Context: an optimization exercise on an open-source flow, tuned for small area, a short achievable clock period and few clock cycles. The choices shown serve that exercise and are no tape-out recipe.
The RTL was checked by simulation tests, not by an equivalence proof against the original design.

Setup of run 1:
// dsl_cmac
module dsl_cmac (
    input  wire         clk,
    input  wire         rst_n,         
    input  wire         key_load,
    input  wire [127:0] key,
    input  wire         in_valid,
    output wire         in_ready,
    input  wire [31:0]  in_data,
    input  wire         in_last,
    input  wire [1:0]   in_nbytes,     
    output reg          tag_valid,
    output wire [127:0] tag
);
==> flow/config.mk <==
export PLATFORM = sky130hd
export DESIGN_NAME = dsl_cmac
export DESIGN_NICKNAME = dsl_cmac
export VERILOG_FILES = /design/flow/design.v
export SDC_FILE = /design/flow/constraint.sdc
export NUM_CORES = 8
export LEC_CHECK = 0
export CAP_MARGIN = 20
export CORE_MARGIN = 2
export CORE_UTILIZATION = 40
export CTS_BUF_LIST = sky130_fd_sc_hd__clkbuf_8 sky130_fd_sc_hd__clkbuf_16
export CTS_CLUSTER_DIAMETER = 100
export CTS_CLUSTER_SIZE = 20
export PLACE_DENSITY = 0.55
export SETUP_SLACK_MARGIN = 3.6
export SLEW_MARGIN = 20
export SYNTH_HIERARCHICAL = 1
export SYNTH_MINIMUM_KEEP_SIZE = 0
==> flow/constraint.sdc <==
create_clock -name core_clock -period 10.0 [get_ports {clk}]
set_input_delay 2.0000 -clock core_clock [delete_from_list [all_inputs] [get_ports {clk}]]
set_output_delay 2.0000 -clock core_clock [all_outputs]
set_load 0.01 [all_outputs]
standard.sh (not shown) runs the stock make flow with config.mk's settings and CLKGATE_MAP_FILE= SYNTH_SCRIPT=/design/flow/synth_recipe.tcl, a recipe that flattens the netlist after the stock synthesis.
==> flow/flow/run.sh <==
#!/bin/bash
set -eu -o pipefail
bash standard.sh synth > synth.log 2>&1
bash standard.sh "BUFFER_PORTS_ARGS=-buffer_cell sky130_fd_sc_hd__buf_1" finish > layout.log 2>&1
Testbench counts of run 1, summed over its fixed seeds: cycles 77,494.
### run 1 -> run 2
# run 1
export LEC_CHECK = 0
export CAP_MARGIN = 20
export CORE_MARGIN = 2
export CORE_UTILIZATION = 40
export CTS_BUF_LIST = sky130_fd_sc_hd__clkbuf_8 sky130_fd_sc_hd__clkbuf_16
export CTS_CLUSTER_DIAMETER = 100
export CTS_CLUSTER_SIZE = 20
export PLACE_DENSITY = 0.55
export SETUP_SLACK_MARGIN = 3.6
export SLEW_MARGIN = 20
export SYNTH_HIERARCHICAL = 1
export SYNTH_MINIMUM_KEEP_SIZE = 0
create_clock -name core_clock -period 10.0 [get_ports {clk}]
# run 2
export LEC_CHECK = 0
export CAP_MARGIN = 20
export CORE_MARGIN = 2
export CORE_UTILIZATION = 40
export CTS_BUF_LIST = sky130_fd_sc_hd__clkbuf_8 sky130_fd_sc_hd__clkbuf_16
export CTS_CLUSTER_DIAMETER = 100
export CTS_CLUSTER_SIZE = 20
export PLACE_DENSITY = 0.55
export SETUP_SLACK_MARGIN = 3.9
export SLEW_MARGIN = 20
export SYNTH_HIERARCHICAL = 1
export SYNTH_MINIMUM_KEEP_SIZE = 0
create_clock -name core_clock -period 10.0 [get_ports {clk}]
Findings:
Run 2 finished all stages; the layout is clean.
Compared with run 1, run 2 shows a higher final wirelength.
Cell area after placement across run 2 and run 1: no real change.
Changes observed in run 2 relative to run 1: highest net fanout along the worst path picked up an extra 15, worst hold slack has remained practically unchanged, post-cts resize count has increased.
Utilization: run 2 > run 1
In run 2, final critical-path required period is lower than in run 1.
Diff run 1 -> run 2: multi-input logic area rose by 900 um^2; mean routed wirelength per cell stayed essentially flat.
The inputs of run 3 differ from those of run 2 as listed below.
# run 2
export LEC_CHECK = 0
export CAP_MARGIN = 20
export CORE_MARGIN = 2
export CORE_UTILIZATION = 40
export CTS_BUF_LIST = sky130_fd_sc_hd__clkbuf_8 sky130_fd_sc_hd__clkbuf_16
export CTS_CLUSTER_DIAMETER = 100
export CTS_CLUSTER_SIZE = 20
export PLACE_DENSITY = 0.55
export SETUP_SLACK_MARGIN = 3.9
export SLEW_MARGIN = 20
export SYNTH_HIERARCHICAL = 1
export SYNTH_MINIMUM_KEEP_SIZE = 0
create_clock -name core_clock -period 10.0 [get_ports {clk}]
# run 3
export LEC_CHECK = 0
export CAP_MARGIN = 20
export CORE_MARGIN = 2
export CORE_UTILIZATION = 40
export CTS_BUF_LIST = sky130_fd_sc_hd__clkbuf_8 sky130_fd_sc_hd__clkbuf_16
export CTS_CLUSTER_DIAMETER = 100
export CTS_CLUSTER_SIZE = 20
export PLACE_DENSITY = 0.55
export SETUP_SLACK_MARGIN = 4.8
export SLEW_MARGIN = 20
export SYNTH_HIERARCHICAL = 1
export SYNTH_MINIMUM_KEEP_SIZE = 0
create_clock -name core_clock -period 10.0 [get_ports {clk}]
Notes after the runs:
- Area growth from synthesis to layout was higher in the run labelled run 3.
- Run 2 -> run 3: number of nets still failing antenna checks after routing delta 0, exact match
- On largest clock skew in the final design: run 3 sits below run 2.
- Diff run 2..run 3 | post-CTS clock slew at the launch and capture registers of the worst setup and hold paths | negligible
- Compared with run 2, run 3 shows a lower iteration-0 DRC count of the detailed router.
- The higher cell area of run 3 and run 2 is in run 3.
- In run 3, critical path data arrival time is lower than in run 2.
- Delay contributed by the slowest stage of the critical path for run 3: 160 ps down relative to run 2
The inputs of run 4 differ from those of run 3 as listed below.
# run 3
export LEC_CHECK = 0
export CAP_MARGIN = 20
export CORE_MARGIN = 2
export CORE_UTILIZATION = 40
export CTS_BUF_LIST = sky130_fd_sc_hd__clkbuf_8 sky130_fd_sc_hd__clkbuf_16
export CTS_CLUSTER_DIAMETER = 100
export CTS_CLUSTER_SIZE = 20
export PLACE_DENSITY = 0.55
export SETUP_SLACK_MARGIN = 4.8
export SLEW_MARGIN = 20
export SYNTH_HIERARCHICAL = 1
export SYNTH_MINIMUM_KEEP_SIZE = 0
create_clock -name core_clock -period 10.0 [get_ports {clk}]
# run 4
export LEC_CHECK = 0
export CAP_MARGIN = 20
export CORE_MARGIN = 2
export CORE_UTILIZATION = 40
export CTS_BUF_LIST = sky130_fd_sc_hd__clkbuf_8 sky130_fd_sc_hd__clkbuf_16
export CTS_CLUSTER_DIAMETER = 100
export CTS_CLUSTER_SIZE = 20
export PLACE_DENSITY = 0.55
export SETUP_SLACK_MARGIN = 4.5
export SLEW_MARGIN = 20
export SYNTH_HIERARCHICAL = 1
export SYNTH_MINIMUM_KEEP_SIZE = 0
create_clock -name core_clock -period 10.0 [get_ports {clk}]
Notes after the runs:
- Run 4 finished end to end and its layout was clean on timing, DRC and antenna.
- When the final numbers for run 3 and run 4 were put side by side, the critical path's largest stage delay turned out to be smaller in run 3.

==> afterwards: timing with drivers on the ports <==
Ports are ideal in the flow. The routed layouts listed here were re-timed in OpenROAD. Step 1: set_driving_cell puts a clkbuf_16 on clk and a buf_2 on each other input, an assumption about the parent block. Step 2 moves the port delays by t, midway between the first and last clock arrival at a register: inputs arrive t later, outputs are due t later. That takes back most of the time a late clock gives input paths. Slacks: ideal ports / drivers / drivers and shift; pairs: ideal ports / drivers.
| run | shift t [ns] | slack for setup (ns) | worst setup path after step 2 | worst slew at a driven data input, ns | cell pins on the clock port's net |
|---|---|---|---|---|---|
| run 1 | 0.719 | 3.857 / 3.857 / 3.857 | register to register | 0.05 | 1 |
| run 2 | 0.720 | 4.052 / 4.052 / 4.052 | register to register | 0.06 | 1 |
| run 3 | 0.724 | 4.770 / 4.770 / 4.174 | input to register | 0.04 | 1 |
| run 4 | 0.724 | 4.608 / 4.608 / 4.246 | input to register | 0.05 | 1 |
After both steps setup and hold are still met in every run listed. For run 3, which loses most, drivers alone change the setup slack by 0.000 ns; drivers and shift together by -0.596 ns.
